This is an optimization exercise on Yosys and OpenROAD, whose aim is small area, a short achievable clock period and few clock cycles per item, not a production implementation.
Function was checked by simulation only, so behaviour that the tests miss may differ from the original.

==> inputs of 01-19 <==
// kf_tss_check
module kf_tss_check (
    input  wire         clk,
    input  wire         rst,
    input  wire         in_valid,
    output wire         in_ready,
    input  wire         in_seq_stopped,
    input  wire         in_pin_owned,
    input  wire [31:0]  in_period,
    input  wire [319:0] in_entry,
    output wire         out_valid,
    output wire [15:0]  out_status,
    output wire [3:0]   out_field
);
clock: 7.0 ns
lec_check: 0
cap_margin: 20
core_margin: 2
core_utilization: 40
place_density: 0.6
slew_margin: 20
run.sh (not shown) runs the stock make flow with config.mk's settings and CLKGATE_MAP_FILE= SYNTH_SCRIPT=/design/flow/synth_recipe.tcl, a recipe that flattens the netlist after the stock synthesis.
==> 02-17 (differences from 01-19) <==
==> flow/design.v (replaced) <==
module kf_tss_check (
    input  wire         clk,
    input  wire         rst,
    input  wire         in_valid,
    output wire         in_ready,
    input  wire         in_seq_stopped,
    input  wire         in_pin_owned,
    input  wire [31:0]  in_period,
    input  wire [319:0] in_entry,
    output wire         out_valid,
    output wire [15:0]  out_status,
    output wire [3:0]   out_field
);
    assign in_ready = 1'b1;
    wire [31:0] off  [0:7];
    wire [15:0] slot [0:3];
    genvar g;
    generate
        for (g = 0; g < 8; g = g + 1) begin : g_off
            assign off[g] = in_entry[32*g +: 32];
        end
        for (g = 0; g < 4; g = g + 1) begin : g_slot
            assign slot[g] = in_entry[256 + 16*g +: 16];
        end
    endgenerate
    integer i, k;
    function ge32(input [31:0] a, input [31:0] b);
        reg [31:0] G, P;
        integer s, j;
        begin
            G = a & ~b;
            P = a | ~b;
            G[0] = P[0];
            for (s = 1; s < 32; s = s * 2)
                for (j = 0; j < 32; j = j + 2 * s) begin
                    G[j] = G[j+s] | (P[j+s] & G[j]);
                    P[j] = P[j+s] & P[j];
                end
            ge32 = G[0];
        end
    endfunction
    function near_cs(input [31:0] a, input [31:0] b, input integer m);
        reg [32:0] S, V, G, P;
        integer s, j;
        begin
            for (j = 0; j < 33; j = j + 1) begin
                if (j == 32) S[j] = 1'b0;
                else if (j < m) S[j] = ~(a[j] ^ b[j]);
                else S[j] = a[j] ^ b[j];
                if (j == 0) V[j] = 1'b1;    
                else if (j - 1 < m) V[j] = a[j-1] & ~b[j-1];
                else V[j] = a[j-1] | ~b[j-1];
            end
            G = S & V;
            P = S | V;
            for (s = 1; s < 33; s = s * 2)
                for (j = 0; j + s < 33; j = j + 2 * s) begin
                    G[j] = G[j+s] | (P[j+s] & G[j]);
                    P[j] = P[j+s] & P[j];
                end
            near_cs = ~G[0];
        end
    endfunction
    function lt33(input [32:0] a, input [32:0] c);
        reg [32:0] G, P;
        integer s, j;
        begin
            G = c & ~a;
            P = c | ~a;
            for (s = 1; s < 33; s = s * 2)
                for (j = 0; j + s < 33; j = j + 2 * s) begin
                    G[j] = G[j+s] | (P[j+s] & G[j]);
                    P[j] = P[j+s] & P[j];
                end
            lt33 = G[0];
        end
    endfunction
    function [32:0] addp2(input [31:0] b, input integer m);
        reg t;
        integer i, j;
        begin
            addp2 = {1'b0, b};
            for (i = m; i < 33; i = i + 1) begin
                t = 1'b1;
                for (j = m; j < i; j = j + 1)
                    t = t & b[j];
                addp2[i] = (i == 32 ? 1'b0 : b[i]) ^ t;
            end
        end
    endfunction
    reg [1:0] pre;
    always @(*) begin
        if (!in_seq_stopped)        pre = 2'd1;
        else if (!in_pin_owned)     pre = 2'd2;
        else if (in_period == 32'd0) pre = 2'd3;
        else                        pre = 2'd0;
    end
    reg [3:0] slot_bad;
    always @(*) begin
        for (i = 0; i < 4; i = i + 1) begin
            slot_bad[i] = 1'b0;
            for (k = 0; k < 6; k = k + 1)
                if (slot[i][2*k +: 2] == 2'b11)
                    slot_bad[i] = 1'b1;
            if (slot[i][15:14] == 2'b11)
                slot_bad[i] = 1'b1;
            if (slot[i][13:12] == 2'b00 && slot[i][15:14] != 2'b00)
                slot_bad[i] = 1'b1;
        end
    end
    reg [5:0] fire [0:3];
    reg [3:0] stb2;
    always @(*) begin
        for (i = 0; i < 4; i = i + 1) begin
            for (k = 0; k < 6; k = k + 1)
                fire[i][k] = slot[i][2*k +: 2] != 2'b00;
            stb2[i] = slot[i][15:14] == 2'b01 || slot[i][15:14] == 2'b10;
        end
    end
    reg [7:0] used;
    always @(*) begin
        for (k = 0; k < 6; k = k + 1)
            used[k] = fire[0][k] | fire[1][k] | fire[2][k] | fire[3][k];
        used[6] = 1'b1;
        used[7] = |stb2;
    end
    reg [7:0] c6v;
    always @(*)
        for (k = 0; k < 8; k = k + 1)
            c6v[k] = used[k] && ge32(off[k], in_period);
    wire near10 = near_cs(off[1], off[0], 10);
    wire near20 = near_cs(off[2], off[0], 10);
    wire near21 = near_cs(off[2], off[1], 10);
    wire near30 = near_cs(off[3], off[0], 10);
    wire near31 = near_cs(off[3], off[1], 10);
    wire near32 = near_cs(off[3], off[2], 10);
    wire near54 = near_cs(off[5], off[4], 11);
    wire near76 = near_cs(off[7], off[6], 10);
    reg [2:0] c7v [0:3];
    always @(*) begin
        for (i = 0; i < 4; i = i + 1) begin
            c7v[i][0] = fire[i][1] & fire[i][0] & near10;
            c7v[i][1] = fire[i][2] & (fire[i][1] ? near21 : fire[i][0] & near20);
            c7v[i][2] = fire[i][3] & (fire[i][2] ? near32 :
                                      fire[i][1] ? near31 : fire[i][0] & near30);
        end
    end
    wire c8 = ((fire[0][4] & fire[0][5]) | (fire[1][4] & fire[1][5]) |
               (fire[2][4] & fire[2][5]) | (fire[3][4] & fire[3][5])) & near54;
    wire c9 = used[7] & near76;
    reg        s_valid;
    reg [1:0]  s_pre;
    reg [3:0]  s_bad;
    reg [7:0]  s_c6;
    reg [2:0]  s_c7 [0:3];
    reg        s_c8, s_c9;
    always @(posedge clk) begin
        s_valid <= in_valid & ~rst;
        s_pre   <= pre;
        s_bad   <= slot_bad;
        s_c6    <= c6v;
        for (i = 0; i < 4; i = i + 1)
            s_c7[i] <= c7v[i];
        s_c8    <= c8;
        s_c9    <= c9;
    end
    localparam [15:0] ST_OK                 = 16'h0000;
    localparam [15:0] ST_SLOT_CODE          = 16'h0106;
    localparam [15:0] ST_EDGE_BEYOND_PERIOD = 16'h0107;
    localparam [15:0] ST_EDGE_SPACING       = 16'h0108;
    localparam [15:0] ST_STROBE_ORDER       = 16'h0109;
    localparam [15:0] ST_SEQ_STATE          = 16'h0200;
    localparam [15:0] ST_PIN_UNASSIGNED     = 16'h0201;
    localparam [15:0] ST_PERIOD_EMPTY       = 16'h0202;
    localparam [3:0]  F_NONE                = 4'd15;
    reg       c5_fail;
    reg [1:0] c5_slot;
    always @(*) begin
        c5_fail = 1'b0;
        c5_slot = 2'd0;
        for (i = 3; i >= 0; i = i - 1)
            if (s_bad[i]) begin
                c5_fail = 1'b1;
                c5_slot = i[1:0];
            end
    end
    reg       c6_fail;
    reg [2:0] c6_off;
    always @(*) begin
        c6_fail = 1'b0;
        c6_off  = 3'd0;
        for (k = 7; k >= 0; k = k - 1)
            if (s_c6[k]) begin
                c6_fail = 1'b1;
                c6_off  = k[2:0];
            end
    end
    reg       c7_fail;
    reg [1:0] c7_off;
    always @(*) begin
        c7_fail = 1'b0;
        c7_off  = 2'd0;
        for (i = 3; i >= 0; i = i - 1)
            if (s_c7[i] != 3'd0) begin
                c7_fail = 1'b1;
                c7_off  = s_c7[i][0] ? 2'd1 : s_c7[i][1] ? 2'd2 : 2'd3;
            end
    end
    reg [15:0] status;
    reg [3:0]  field;
    always @(*) begin
        if (s_pre == 2'd1) begin
            status = ST_SEQ_STATE;          field = F_NONE;
        end else if (s_pre == 2'd2) begin
            status = ST_PIN_UNASSIGNED;     field = F_NONE;
        end else if (s_pre == 2'd3) begin
            status = ST_PERIOD_EMPTY;       field = F_NONE;
        end else if (c5_fail) begin
            status = ST_SLOT_CODE;          field = {2'b10, c5_slot};
        end else if (c6_fail) begin
            status = ST_EDGE_BEYOND_PERIOD; field = {1'b0, c6_off};
        end else if (c7_fail) begin
            status = ST_EDGE_SPACING;       field = {2'b00, c7_off};
        end else if (s_c8) begin
            status = ST_EDGE_SPACING;       field = 4'd5;
        end else if (s_c9) begin
            status = ST_STROBE_ORDER;       field = 4'd7;
        end else begin
            status = ST_OK;                 field = F_NONE;
        end
    end
    reg       o_valid;
    reg [5:0] o_status;    
    reg [3:0] o_field;
    always @(posedge clk) begin
        o_valid  <= s_valid & ~rst;
        o_status <= {status[9:8], status[3:0]};
        o_field  <= field;
    end
    assign out_valid  = o_valid;
    assign out_status = {6'd0, o_status[5:4], 4'd0, o_status[3:0]};
    assign out_field  = o_field;
endmodule
--- a/flow/config.mk
+++ b/flow/config.mk
@@ -4,9 +4,10 @@
 export VERILOG_FILES = /design/flow/design.v
 export SDC_FILE = /design/flow/constraint.sdc
 export NUM_CORES = 4
 export LEC_CHECK = 0
 export CAP_MARGIN = 20
 export CORE_MARGIN = 2
 export CORE_UTILIZATION = 40
 export PLACE_DENSITY = 0.6
+export SETUP_SLACK_MARGIN = 2
 export SLEW_MARGIN = 20
==> flow_summary.toml <==
[floorplanning]
dieArea_mm2 = 0.0334

[power]
vdd_drop_max_mv = 0.0773

[cells_and_area]
layout-drive-gt1-share_pct = 2.17
inverters = 232
multi_input_area_mm2 = 0.0109
register_area_um2 = 801

[drt]
wl_met2_um = 27900

[run_status]
run_status = "finished clean"

[worst_setup_path]
rr_worst_depth = 5
The numbers above come from 02-17.

==> flow_summary.toml <==
[cells_and_area]
register_area_mm2 = 0.00180

[drt]
wl_met2_um = 27600

[run_status]
run_status = "finished clean"

[power]
vdd_drop_max_mv = 0.127

[worst_setup_path]
rr_worst_depth = 9
The numbers above come from 01-19.

Testbench counts of 01-19, summed over its fixed seeds: cycles 24,016, items 24,000.
Testbench counts of 02-17, summed over its fixed seeds: cycles 24,016, items 24,000.

-- what the ideal ports hide --
No port has a modelled driver above. Below, the same layouts with a new extraction and two added sets of constraints.
Step 1 assumes that a clkbuf_16 drives the clock port and a buf_2 every other input.
Step 2, shift: input delay + t, output delay - t, t = (earliest + latest rising clock arrival at the registers) / 2. This alone moves slack from input paths to output paths.
Three values: ideal ports, drivers, drivers and shift; two values: the first two.
| run | shift t [ns] | setup slack, ns | worst setup path after step 2 | worst slew at a driven data input, ns | cell pins on the clock port's net |
|---|---|---|---|---|---|
| 01-19 | 0.400 | 2.503 / 2.514 / 2.114 | input to register | 0.10 | 1 |
| 02-17 | 0.337 | 2.084 / 2.104 / 1.767 | input to register | 0.11 | 1 |
After both steps setup and hold are still met in every run listed. For 01-19, which loses most, drivers alone change the setup slack by +0.011 ns; drivers and shift together by -0.389 ns.
